This design comes from an exercise in tuning for small area on the open sky130 flow, not from production work.
No functional check of the RTL was part of any run shown here.
Power figures rest on the tool's default switching activity, not on a simulated workload.

==> config.mk <==
export PLATFORM = sky130hd
export DESIGN_NAME = pgn_sw_stage
export DESIGN_NICKNAME = pgn_sw_stage
export VERILOG_FILES = /design/flow/design.v
export SDC_FILE = /design/flow/constraint.sdc
export NUM_CORES = 4
export LEC_CHECK = 0
export CAP_MARGIN = 20
export CORE_MARGIN = 2
export CORE_UTILIZATION = 65
export CTS_BUF_LIST = sky130_fd_sc_hd__clkbuf_8
export CTS_CLUSTER_DIAMETER = 50
export CTS_CLUSTER_SIZE = 16
export SLEW_MARGIN = 20
export SYNTH_HIERARCHICAL = 1
export SYNTH_MINIMUM_KEEP_SIZE = 0
==> constraint.sdc <==
create_clock -name core_clock -period 6.0 [get_ports {clk}]
set_input_delay 1.2000 -clock core_clock [delete_from_list [all_inputs] [get_ports {clk}]]
set_output_delay 1.2000 -clock core_clock [all_outputs]
set_load 0.01 [all_outputs]
==> design.v <==
module pgn_maj (
    input  wire a,
    input  wire b,
    input  wire c,
    output wire y
);
    assign y = (a & b) | (a & c) | (b & c);
endmodule
module pgn_cmp2 (
    input  wire [1:0] a,
    input  wire [1:0] bn,
    input  wire       c,
    output wire       y
);
    wire m = (a[0] & bn[0]) | (a[0] & c) | (bn[0] & c);
    assign y = (a[1] & bn[1]) | (a[1] & m) | (bn[1] & m);
endmodule
module pgn_cmp3 (
    input  wire [2:0] a,
    input  wire [2:0] bn,
    input  wire       c,
    output wire       y
);
    wire m0 = (a[0] & bn[0]) | (a[0] & c)  | (bn[0] & c);
    wire m1 = (a[1] & bn[1]) | (a[1] & m0) | (bn[1] & m0);
    assign y = (a[2] & bn[2]) | (a[2] & m1) | (bn[2] & m1);
endmodule
module pgn_sw_stage (
    input  wire         clk,
    input  wire         rst,
    input  wire         fp_bnd,
    input  wire         fault_clear,
    input  wire [7:0]   rel_in,
    input  wire [7:0]   flt_in,
    input  wire [7:0]   trip_in,
    input  wire [7:0]   hiz_mode,
    input  wire [7:0]   cut_scope,
    input  wire [23:0]  edge_sel,
    input  wire [63:0]  trip_esc,
    input  wire [47:0]  req_we,
    input  wire [47:0]  req_lvl,
    input  wire [127:0] t_on,
    input  wire [127:0] t_off,
    input  wire [287:0] lguard,
    output wire [47:0]  sw_on,
    output wire [47:0]  sw_rel,
    output wire [47:0]  pend,
    output wire [7:0]   latched,
    output wire [63:0]  cut_run,
    output wire [7:0]   cut_now,
    output wire [23:0]  leg_conflict
);
    reg  [7:0]   released_q;
    reg  [7:0]   latch_q;
    reg  [63:0]  cut_run_q;
    reg  [7:0]   cut_seen_q;
    reg  [47:0]  on_q;        
    reg  [47:0]  req_q;       
    reg  [47:0]  block_q;     
    reg  [47:0]  sat_q;       
    reg  [767:0] cnt_q;       
    reg  [23:0]  first_q;     
    reg  [23:0]  conflict_q;
    wire [47:0]  on_d, req_d, block_d, edge_d;
    wire [23:0]  first_d, conflict_d;
    genvar g, l, c, i;
    generate
        for (g = 0; g < 8; g = g + 1) begin : g_grp
            wire [7:0] cr  = cut_run_q[8*g +: 8];
            wire [7:0] esc = trip_esc[8*g +: 8];
            wire cut_act = trip_in[g] & ~hiz_mode[g] & ~rel_in[g] & ~latch_q[g];
            wire [8:0] crc;
            wire [7:0] crs;
            assign crc[0] = 1'b1;
            for (i = 0; i < 8; i = i + 1) begin : g_cr
                assign crs[i]   = cr[i] ^ crc[i];
                assign crc[i+1] = cr[i] & crc[i];
            end
            wire [7:0] cr_inc = crs | {8{crc[8]}};
            wire [8:0] ec;
            assign ec[0] = 1'b1;
            for (i = 0; i < 8; i = i + 1) begin : g_ec
                assign ec[i+1] = (crs[i] & ~esc[i]) | ((crs[i] | ~esc[i]) & ec[i]);
            end
            wire esc_hit = (|esc) & (crc[8] | ec[8]);
            wire escalate  = fp_bnd & cut_seen_q[g] & esc_hit;
            wire clear_ok  = fault_clear & ~flt_in[g] & ~trip_in[g];
            wire set_latch = ~rel_in[g] & (flt_in[g] | (trip_in[g] & hiz_mode[g]) | escalate);
            wire latch_d   = set_latch | (latch_q[g] & ~clear_ok);
            wire rel_d     = rel_in[g] | latch_d | (released_q[g] & ~fp_bnd);
            wire driving   = ~rel_d;
            wire rel_edge  = rel_d & ~released_q[g];
            wire [7:0] cr_d = clear_ok ? 8'd0 :
                              fp_bnd   ? (cut_seen_q[g] ? cr_inc : 8'd0) : cr;
            always @(posedge clk) begin
                if (rst) begin
                    released_q[g]       <= 1'b1;
                    latch_q[g]          <= 1'b0;
                    cut_run_q[8*g +: 8] <= 8'd0;
                    cut_seen_q[g]       <= 1'b0;
                end else begin
                    released_q[g]       <= rel_d;
                    latch_q[g]          <= latch_d;
                    cut_run_q[8*g +: 8] <= cr_d;
                    cut_seen_q[g]       <= (cut_seen_q[g] & ~fp_bnd) | cut_act;
                end
            end
            wire [2:0]  es  = edge_sel[3*g +: 3];
            wire [15:0] ton = t_on[16*g +: 16];
            wire [15:0] tof = t_off[16*g +: 16];
            for (l = 0; l < 3; l = l + 1) begin : g_leg
                localparam integer L  = 3*g + l;    
                localparam integer C0 = 2*L;        
                wire [1:0]  on  = on_q[C0 +: 2];
                wire [1:0]  req = req_q[C0 +: 2];
                wire [1:0]  we  = req_we[C0 +: 2];
                wire [1:0]  lvl = req_lvl[C0 +: 2];
                wire [11:0] lg  = lguard[12*L +: 12];
                wire [15:0] thr_n = ~((on[0] | on[1]) ? ton : tof);
                wire [11:0] lg_n  = ~lg;
                wire [1:0] tge;     
                wire [1:0] gge;     
                for (c = 0; c < 2; c = c + 1) begin : g_c
                    wire [15:0] a = cnt_q[16*(C0+c) +: 16];
                    wire [7:0] rt;
                    assign rt[0] = 1'b1;
                    pgn_cmp3 u_t0 (.a(a[2:0]), .bn(thr_n[2:0]), .c(rt[0]), .y(rt[1]));
                    pgn_cmp3 u_t1 (.a(a[5:3]), .bn(thr_n[5:3]), .c(rt[1]), .y(rt[2]));
                    for (i = 0; i < 5; i = i + 1) begin : g_t
                        pgn_cmp2 u (.a(a[6+2*i +: 2]), .bn(thr_n[6+2*i +: 2]), .c(rt[2+i]), .y(rt[3+i]));
                    end
                    wire ge_t = rt[7];
                    wire min20 = (|a[15:5]) | (a[4] & (a[3] | a[2]));
                    assign tge[c] = sat_q[C0+c] | (min20 & ge_t);
                    wire [12:0] rg;
                    assign rg[1] = a[0] | lg_n[0];
                    for (i = 1; i < 12; i = i + 1) begin : g_g
                        pgn_maj u (.a(a[i]), .b(lg_n[i]), .c(rg[i]), .y(rg[i+1]));
                    end
                    assign gge[c] = sat_q[C0+c] | (|a[15:12]) | rg[12];
                end
                wire [1:0] new_h = we & lvl & ~req;
                wire conf = new_h[0] & new_h[1] & ~on[0] & ~on[1];
                wire [1:0] req_u = (we & lvl) | (~we & req);
                wire [1:0] rq    = conf ? 2'b00 : req_u;
                wire fst = (new_h[0] & new_h[1]) ? on[1] :
                           new_h[0]              ? req[1] :
                           new_h[1]              ? ~req[0] : first_q[L];
                wire [1:0] cut_here;
                assign cut_here[0] = cut_act & (~cut_scope[g] | (es == 2*l));
                assign cut_here[1] = cut_act & (~cut_scope[g] | (es == 2*l+1));
                wire [1:0] blk = (block_q[C0 +: 2] & {2{~fp_bnd}}) | cut_here;
                wire pf0 = rq[1] & ~on[1] &  fst;
                wire pf1 = rq[0] & ~on[0] & ~fst;
                wire on_ok0 = tge[0] & ~blk[0] & ~on[1] & ~pf0 & gge[1];
                wire on_ok1 = tge[1] & ~blk[1] & ~on[0] & ~pf1 & gge[0];
                wire nx0 = on[0] ? ~(cut_here[0] | (~rq[0] & tge[0])) : (rq[0] & on_ok0);
                wire nx1 = on[1] ? ~(cut_here[1] | (~rq[1] & tge[1])) : (rq[1] & on_ok1);
                assign on_d[C0 +: 2]    = {2{driving}} & {nx1, nx0};
                assign req_d[C0 +: 2]   = {2{driving}} & rq;
                assign block_d[C0 +: 2] = {2{driving}} & blk;
                assign first_d[L]       = driving & fst;
                assign conflict_d[L]    = driving & conf;
                assign edge_d[C0 +: 2]  = (on_d[C0 +: 2] ^ on) | {2{rel_edge}};
            end
        end
        for (c = 0; c < 48; c = c + 1) begin : g_ch
            wire [15:0] a = cnt_q[16*c +: 16];
            wire [16:0] cc;
            wire [15:0] cnt_d;
            assign cc[0] = 1'b1;
            for (i = 0; i < 16; i = i + 1) begin : g_b
                assign cc[i+1] = cc[i] & a[i];
            end
            assign cnt_d[0] = edge_d[c] | ~a[0];
            for (i = 1; i < 16; i = i + 1) begin : g_n
                assign cnt_d[i] = ~edge_d[c] & (a[i] ^ cc[i]);
            end
            always @(posedge clk) begin
                cnt_q[16*c +: 16] <= cnt_d;
                sat_q[c] <= rst | (~edge_d[c] & (sat_q[c] | cc[16]));
            end
        end
    endgenerate
    always @(posedge clk) begin
        if (rst) begin
            on_q       <= 48'd0;
            req_q      <= 48'd0;
            block_q    <= 48'd0;
            first_q    <= 24'd0;
            conflict_q <= 24'd0;
        end else begin
            on_q       <= on_d;
            req_q      <= req_d;
            block_q    <= block_d;
            first_q    <= first_d;
            conflict_q <= conflict_d;
        end
    end
    genvar k;
    generate
        for (k = 0; k < 48; k = k + 1) begin : g_out
            assign sw_rel[k] = released_q[k / 6];
        end
    endgenerate
    assign sw_on        = on_q;
    assign pend         = req_q ^ on_q;
    assign latched      = latch_q;
    assign cut_run      = cut_run_q;
    assign cut_now      = cut_seen_q;
    assign leg_conflict = conflict_q;
endmodule
==> flow/run.sh <==
#!/bin/bash
# The standard layout (standard.sh), with one change: the buffer that
# every input and output port gets is the platform's smallest buffer,
# sky130_fd_sc_hd__buf_1, instead of the one buffer_ports picks by default.
# The layout's own logs are under orfs/logs; standard.sh's output goes to
# standard_flow.log.
set -euo pipefail
export BUFFER_PORTS_ARGS="-buffer_cell sky130_fd_sc_hd__buf_1"
bash standard.sh > standard_flow.log 2>&1
==> standard.sh <==
#!/bin/bash
# synth_recipe.tcl (not shown) runs the flow's synth.tcl, then flattens the netlist and writes it again
# the make line also repeats each setting of config.mk as NAME=value (left out here)
make -C /OpenROAD-flow-scripts/flow DESIGN_CONFIG=/design/flow/config.mk WORK_HOME=/design/flow/orfs CLKGATE_MAP_FILE= SYNTH_SCRIPT=/design/flow/synth_recipe.tcl "${@:-finish}"
==> results of run 1 <==
[cells in the mapped netlist, types with 13 or more instances]
| library cell | n | share of area [%] |
|---|---|---|
| and3b_1 | 25 | 0.31 |
| and3_1 | 48 | 0.43 |
| nand4b_1 | 17 | 0.21 |
| nand4_1 | 38 | 0.34 |
| a221oi_1 | 19 | 0.24 |
| buf_1 | 30 | 0.16 |
| o211ai_1 | 71 | 0.76 |
| a21boi_0 | 22 | 0.23 |
| o21ai_0 | 134 | 0.95 |
| a211oi_1 | 36 | 0.38 |
| a21o_1 | 53 | 0.56 |
| dfxtp_1 | 1096 | 31 |
| nor3_1 | 104 | 0.74 |
| a21oi_1 | 605 | 4.3 |
| a2bb2oi_1 | 13 | 0.16 |
| inv_1 | 415 | 2.2 |
| xor2_1 | 62 | 0.77 |
| maj3_2 | 625 | 10 |
| or3b_2 | 19 | 0.24 |
| o21a_1 | 15 | 0.16 |
| ha_1 | 784 | 14 |
| nor4_1 | 107 | 0.95 |
| o21ai_1 | 345 | 2.4 |
| a2111oi_0 | 22 | 0.27 |
| nand3b_1 | 54 | 0.57 |
| nand2_1 | 710 | 3.8 |
| buf_4 | 52 | 0.55 |
| clkbuf_1 | 139 | 0.74 |
| o31ai_1 | 35 | 0.37 |
| and2_1 | 244 | 2.2 |
| nor2b_1 | 296 | 2.6 |
| or2_2 | 26 | 0.23 |
| nand3_1 | 39 | 0.28 |
| nand2b_1 | 99 | 0.88 |
| nor2_1 | 460 | 2.4 |
| mux2i_1 | 392 | 5.6 |
| or4_1 | 26 | 0.28 |
| nor3b_1 | 105 | 1.1 |
| buf_2 | 29 | 0.21 |
| a22oi_1 | 17 | 0.18 |
| o22ai_1 | 382 | 3.4 |
[cell families (layout without fill, tap and decap cells)]
kind of cell / count (synthesis) / in the layout
buf+inv: 676 / 1870
fa+ha+maj: 1421 / 1421
flops: 1096 / 1096
simple gates: 2469 / 2469
compound gates: 1903 / 1903
xor+xnor: 66 / 66
mux: 396 / 396
other cells: 1 / 165
[worst max-delay path, delay by kind of cell (launching register included)]
kind / cells / cell delay, ps
compound gates: 5 / 1230
fa+ha+maj: 11 / 3470
flops: 1 / 350
simple gates: 2 / 310
buf+inv: 1 / 260
[modules after synthesis, one instance, submodules excluded]
module        flip-flops and latches  cells  times used
pgn_cmp2                           0      4         240
pgn_cmp3                           0      5          96
pgn_maj                            0      1         528
pgn_sw_stage                    1096   6060           1
[metrics by stage]
step                total power, mW  worst slack, ps  util, %
floorplan                      13.7             2.18        -
global placement               15.3             -475     71.7
detailed placement             15.6             -467     71.7
CTS                            21.7              394     74.6
global route                   22.9              131     74.7
finish                         21.7              329     74.7
[routing by layer]
metal  track usage (%)  routed length [um]
met5                 0                 263
met4              30.2               18300
met3              10.6               23700
met2              67.3              109000
met1              47.8               89900
[registers in the layout (all words and copies together) (netlist names)]
signal      cells
cnt_q         768
cut_run_q      64
block_q        48
on_q           48
req_q          48
sat_q          48
conflict_q     24
first_q        24
cut_seen_q      8
latch_q         8
released_q      8
[worst min path at each step]
stage | to | slack, ps | depth (start not counted)
5_1_grt | cnt_q[80] | 450 | 1
2_1_floorplan | cnt_q[16] | 400 | 1
4_1_cts | cnt_q[560] | 440 | 1
3_3_place_gp | cnt_q[320] | 410 | 1
6_report | cnt_q[560] | 440 | 1
3_5_place_dp | cnt_q[320] | 420 | 1
[area by class of cell]
type | instances | area [um^2]
Multi-Input combinational cell | 6351 | 46200
Timing Repair Buffer | 1206 | 5470
Clock inverter | 96 | 973
Inverter | 416 | 1570
Antenna cell | 69 | 173
Tap cell | 1403 | 1760
Clock buffer | 152 | 2090
Sequential cell | 1096 | 21900
Fill cell | 8251 | 27100
[power breakdown]
group	internal [mW]	total, mW	switching [mW]
Clock	2.82	6.14	3.32
Sequential	8.25	9.60	1.35
Combinational	3.04	6.01	2.97
==> impl_metrics.json, run 1 <==
{
  "grt_max_degree": 103,
  "path_clk_slew_ps": 90,
  "crit_slowest_cell": "o311ai_0",
  "synth_adder_area_share_pct": 24.0,
  "cts-root-buf": "clkbuf_8",
  "drive_gt1_share_pct": 12.5,
  "design_area_um2": 80200,
  "status": "timing/DRC/antenna clean",
  "syn_inst": 8028,
  "peakVddDrop_mv": 0.277,
  "rrSetupSlack_ps": 330,
  "maxSlewViolCount": 0,
  "stdcell_count": 10789,
  "ant_nets": 0,
  "ctsResizeCount": 0,
  "clkLatencyLatePin_ps": 890,
  "cpMostUsedCell": "maj3_2",
  "gp_congestion": 1.06,
  "required_ps": 6830,
  "syn_to_final_growth_pct": 13.6,
  "route.detailed.drc": 0,
  "hold_viol": 0,
  "start_util_pct": 65.7,
  "max_stage_delay_ps": 420,
  "worstReg2RegStart": "cnt_q[496]",
  "overflow": 0,
  "routed_wl_mm": 242,
  "syn_area_um2": 70600,
  "cp-end-kind": "flop",
  "worstHoldStart": "cnt_q[560]",
  "cts_setup_buffers": 0,
  "synth-simple-area-share_pct": 18.2,
  "cts_tree": "built",
  "rr_endpoint": "cnt_q[485]",
  "synth.mux.area_fraction_pct": 5.63,
  "ys_types": 100,
  "io_buffer_count": 1019,
  "cp_cell_sequence": "nand2b_1 -> maj3_2 -> maj3_2 -> maj3_2 -> maj3_2 -> maj3_2 -> maj3_2 -> maj3_2 -> maj3_2 -> maj3_2 -> maj3_2 -> maj3_2 -> o311ai_0 -> a211oi_1 -> o22ai_1 -> o21ai_0 -> a21oi_1 -> buf_4 -> and2_1",
  "setup_viol": 0,
  "synth_edf_count": 0,
  "start_kind": "flop",
  "grt_pass1_wl_mm": 362,
  "hold_class": "reg2reg",
  "cp.arrival_ps": 6500,
  "grtUsageTotal_pct": 41.6,
  "fp.dieH_um": 334,
  "worstSetupEndpoint": "cnt_q[485]",
  "slew_headroom_pct": 22.2,
  "cts_buffer_depth": 3,
  "ios": 1020,
  "synth-main-ff-cell": "dfxtp_1",
  "htreeDepth": 4,
  "fin_skew_ps": 49.3,
  "dieWidth_um": 334,
  "place_inst": 10472,
  "reg2reg_depth": 19,
  "wire_per_inst_um": 22.4,
  "synth_seq_cells": 1096,
  "synthXorXnorAreaFrac_pct": 0.840,
  "yosysWarnings": 7,
  "synth_top_family_by_area": "adder cells",
  "fmax_mhz": 176,
  "setup-tns-final_ps": 0,
  "drtPass1Iterations": 6,
  "p_per_area_nw_per_um2": 271,
  "final_common_cell": "dfxtp_1",
  "synth-async-reset-ratio_pct": 0,
  "mostFrequentLayoutCells": "dfxtp_1 (1096), buf_1 (1016), ha_1 (784)",
  "fin_crit_ps": 5670,
  "clock-sinks": 1096,
  "fp-row-count": 120,
  "synth_area_per_cell_um2": 8.79,
  "antenna_found_initial": 88,
  "worst_slew_pin_slew_ps": 1160,
  "grt_setup_unrepaired": "false",
  "leakagePower_nw": 38.3,
  "die_area_um2": 111000,
  "synth_compound_area_share_pct": 16.2,
  "nets": 10763,
  "drt_iter0_markers": 5570,
  "placed_area_um2": 77000,
  "finalCritPeriodShare_pct": 94.5,
  "drt-vias-per-instance": 6.28,
  "numCtsBuffers": 136,
  "hold_ws_ps": 436,
  "cap_violations": 0,
  "hold_buffers": 0,
  "core_um2": 107000,
  "first_global_vias": 64514,
  "vias": 67738,
  "seq_area_frac_synth_pct": 31.1,
  "worst-path-max-fanout": 17,
  "crit_type": "reg2reg",
  "hpwl_mm": 194,
  "cp-startpoint": "cnt_q[496]"
}
==> run 2: changes to the inputs <==
--- a/config.mk
+++ b/config.mk
@@ -10,5 +10,5 @@
 export CORE_UTILIZATION = 65
-export CTS_BUF_LIST = sky130_fd_sc_hd__clkbuf_8
-export CTS_CLUSTER_DIAMETER = 50
-export CTS_CLUSTER_SIZE = 16
+export CTS_BUF_LIST = sky130_fd_sc_hd__clkbuf_16
+export CTS_CLUSTER_DIAMETER = 80
+export CTS_CLUSTER_SIZE = 24
 export SLEW_MARGIN = 20
==> impl_metrics.json, run 2 <==
{
  "yosysWarnings": 7,
  "wire_per_inst_um": 22.5,
  "worstSetupEndpoint": "cnt_q[489]",
  "ios": 1020,
  "rr_endpoint": "cnt_q[489]",
  "cp.arrival_ps": 6420,
  "cts_buffer_depth": 3,
  "nFillCells": 8417,
  "nets": 10685,
  "drt_iter0_markers": 5669,
  "fmax_mhz": 174,
  "cts_setup_buffers": 0,
  "start_kind": "primary input",
  "status": "timing/DRC/antenna clean",
  "synth-simple-area-share_pct": 18.2,
  "syn_inst": 8028,
  "p_per_area_nw_per_um2": 255,
  "first_global_vias": 63435,
  "synth_top_cell_by_area": "dfxtp_1",
  "clock-sinks": 1096,
  "fp-row-count": 120,
  "dieWidth_um": 334,
  "yosysTopAreaCellShare_pct": 31.1,
  "path_clk_slew_ps": 100,
  "drive_gt1_share_pct": 10.9,
  "largest_reg_flops": 768,
  "synth_edf_count": 0,
  "route.detailed.drc": 0,
  "grt_setup_unrepaired": "false",
  "drtPass1Iterations": 8,
  "ant_nets": 0,
  "hold_ws_ps": 437,
  "ys_types": 100,
  "fp.dieH_um": 334,
  "seq_area_frac_synth_pct": 31.1,
  "cts_tree": "built",
  "cp-end-kind": "flop",
  "top_regs": "cnt_q: 768 flops, cut_run_q: 64 flops",
  "grt_max_degree": 103,
  "crit_type": "in2reg",
  "slew_headroom_pct": 21.7,
  "grtUsageTotal_pct": 41.2,
  "reg2reg_depth": 19,
  "cp-startpoint": "lguard[180]",
  "cts-root-buf": "clkbuf_16",
  "synth_compound_area_share_pct": 16.2,
  "grt_pass1_wl_mm": 358,
  "final_common_cell": "dfxtp_1",
  "htreeDepth": 2,
  "ctsResizeCount": 0,
  "fin_skew_ps": 27.5,
  "worst-path-max-fanout": 17,
  "worst_slew_pin_slew_ps": 1170,
  "antenna_found_initial": 89,
  "synth_area_per_cell_um2": 8.79,
  "leakagePower_nw": 37.6,
  "hold_buffers": 0,
  "clkLatencyLatePin_ps": 730,
  "start_util_pct": 65.7,
  "synth_seq_cells": 1096,
  "hpwl_mm": 194,
  "cap_violations": 0,
  "io_buffer_count": 1019,
  "synth.mux.area_fraction_pct": 5.63,
  "gp_congestion": 1.06,
  "hold_viol": 0,
  "drt-vias-per-instance": 6.30,
  "fin_crit_ps": 5740,
  "rrSetupSlack_ps": 370,
  "setup_viol": 0,
  "worstHoldStart": "cnt_q[560]",
  "synth_top_family_by_area": "adder cells",
  "synthTopCellsByArea": "dfxtp_1 (31%), ha_1 (14%), maj3_2 (10%)",
  "setup-tns-final_ps": 0,
  "maxSlewViolCount": 0,
  "routed_wl_mm": 239,
  "syn_area_um2": 70600,
  "peakVddDrop_mv": 0.248,
  "synthXorXnorAreaFrac_pct": 0.840,
  "hold_class": "reg2reg",
  "worstReg2RegStart": "cnt_q[496]",
  "synth-async-reset-ratio_pct": 0,
  "syn_to_final_growth_pct": 11.8,
  "finalCritPeriodShare_pct": 95.7,
  "die_area_um2": 111000,
  "synth-main-ff-cell": "dfxtp_1",
  "synth_adder_area_share_pct": 24.0,
  "numCtsBuffers": 58,
  "required_ps": 6670,
  "top_register": "cnt_q",
  "mostFrequentLayoutCells": "dfxtp_1 (1096), buf_1 (1016), ha_1 (784)",
  "vias": 66965,
  "core_um2": 107000,
  "synthMostInstantiatedCell": "dfxtp_1",
  "overflow": 0,
  "synthTopCellsByCount": "dfxtp_1 (1096), ha_1 (784), nand2_1 (710), maj3_2 (625), a21oi_1 (605)"
}
run 2: cell counts after synthesis:
No cell type changed its count.
run 2: worst max-delay path, stage by stage:
cell and delay (ps):
buf_1 90, nand2b_1 70, maj3_2 310, maj3_2 310, maj3_2 310, maj3_2 320
maj3_2 320, maj3_2 310, maj3_2 320, maj3_2 310, maj3_2 320, maj3_2 310
maj3_2 330, o311ai_1 360, a211oi_1 80, o22ai_1 270, o21ai_0 140, a21oi_1 300
buf_4 270, and2_1 160
run 2: cells by family after synthesis:
group | Yosys count
AOI/OAI and AO/OA | 1903
DFF | 1096
other | 1
buffers and inverters | 676
xor gates and xnor gates | 66
and+or+nand+nor | 2469
muxes | 396
adders and majority gates | 1421
run 2: modules after synthesis (local to each module, per instance):
module | cells | cell area, um^2
pgn_sw_stage | 6060 | 56800
pgn_cmp3 | 5 | 31.3
pgn_cmp2 | 4 | 20.0
pgn_maj | 1 | 11.3
run 2: final cells by class:
type | count | area, um^2 | share of cell area, %
clock inverters | 27 | 270 | 0.343
flip-flops and latches | 1096 | 21900 | 27.8
well taps | 1403 | 1760 | 2.22
diodes | 71 | 178 | 0.225
inverters | 416 | 1570 | 1.99
repair buffers | 1206 | 5470 | 6.94
clock buffers | 59 | 1480 | 1.87
multi-input cells | 6351 | 46200 | 58.6
run 2: worst min-delay path by stage:
stage	to	slack (ps)	depth (start not counted)
2_1_floorplan	cnt_q[16]	400	1
3_3_place_gp	cnt_q[320]	410	1
3_5_place_dp	cnt_q[320]	420	1
4_1_cts	cnt_q[560]	440	1
5_1_grt	cnt_q[80]	450	1
6_report	cnt_q[560]	440	1
run 2: stage by stage:
step                      total power, mW  worst slack (ps)  cell area, um^2  cells  util [%]
after floorplan                      13.7              2.18            71000   8123         -
after global placement               15.3              -475            77000  10472      71.7
after detailed placement             15.6              -467            77000  10472      71.7
after CTS                            20.1               245            78700  10558      73.3
after global routing                 21.2              51.5            78900  10610      73.5
final                                20.1               258            78900  10629      73.5
run 2: report_power, final:
part / leakage (nW) / switching (mW) / internal (mW)
logic: 27.9 / 2.96 / 3.04
clock network: 0.855 / 2.67 / 1.88
registers: 8.92 / 1.35 / 8.25
run 2: routing by layer:
layer  track usage [%]  part of all wire (%)  wire [um]  up-vias
met2              67.0                    45     108000     3177
met1              47.9                    37      88700    31664
met3              9.90                    10      24000      817
met4              28.1                   7.6      18200       38
met5                 0                  0.11        259        -
li1                  -                     -          -    31269

==> re-timing with driven ports <==
The results above use ideal ports. As a check the final layouts listed here were re-extracted and re-timed, cells and wires unchanged.
Step 1 assumes that a clkbuf_16 drives the clock port and a buf_2 every other input.
Step 2 also shifts input and output timing later by t, the mid clock arrival at the registers, as if the neighbouring blocks saw the same clock.
a / b / c = ideal / step 1 / step 2; a / b = the first two.
run	t (ns)	setup WS [ns]	worst setup path at the end	worst register clock-pin slew, ns
run 1	0.940	0.329 / 0.329 / -0.586	input to register	0.10 / 0.10
run 2	0.795	0.258 / 0.278 / -0.517	input to register	0.11 / 0.11
Met with ideal ports but missed after step 2: setup timing in run 1 and run 2. For run 1, which loses most, drivers alone change the setup slack by 0.000 ns; drivers and shift together by -0.915 ns.
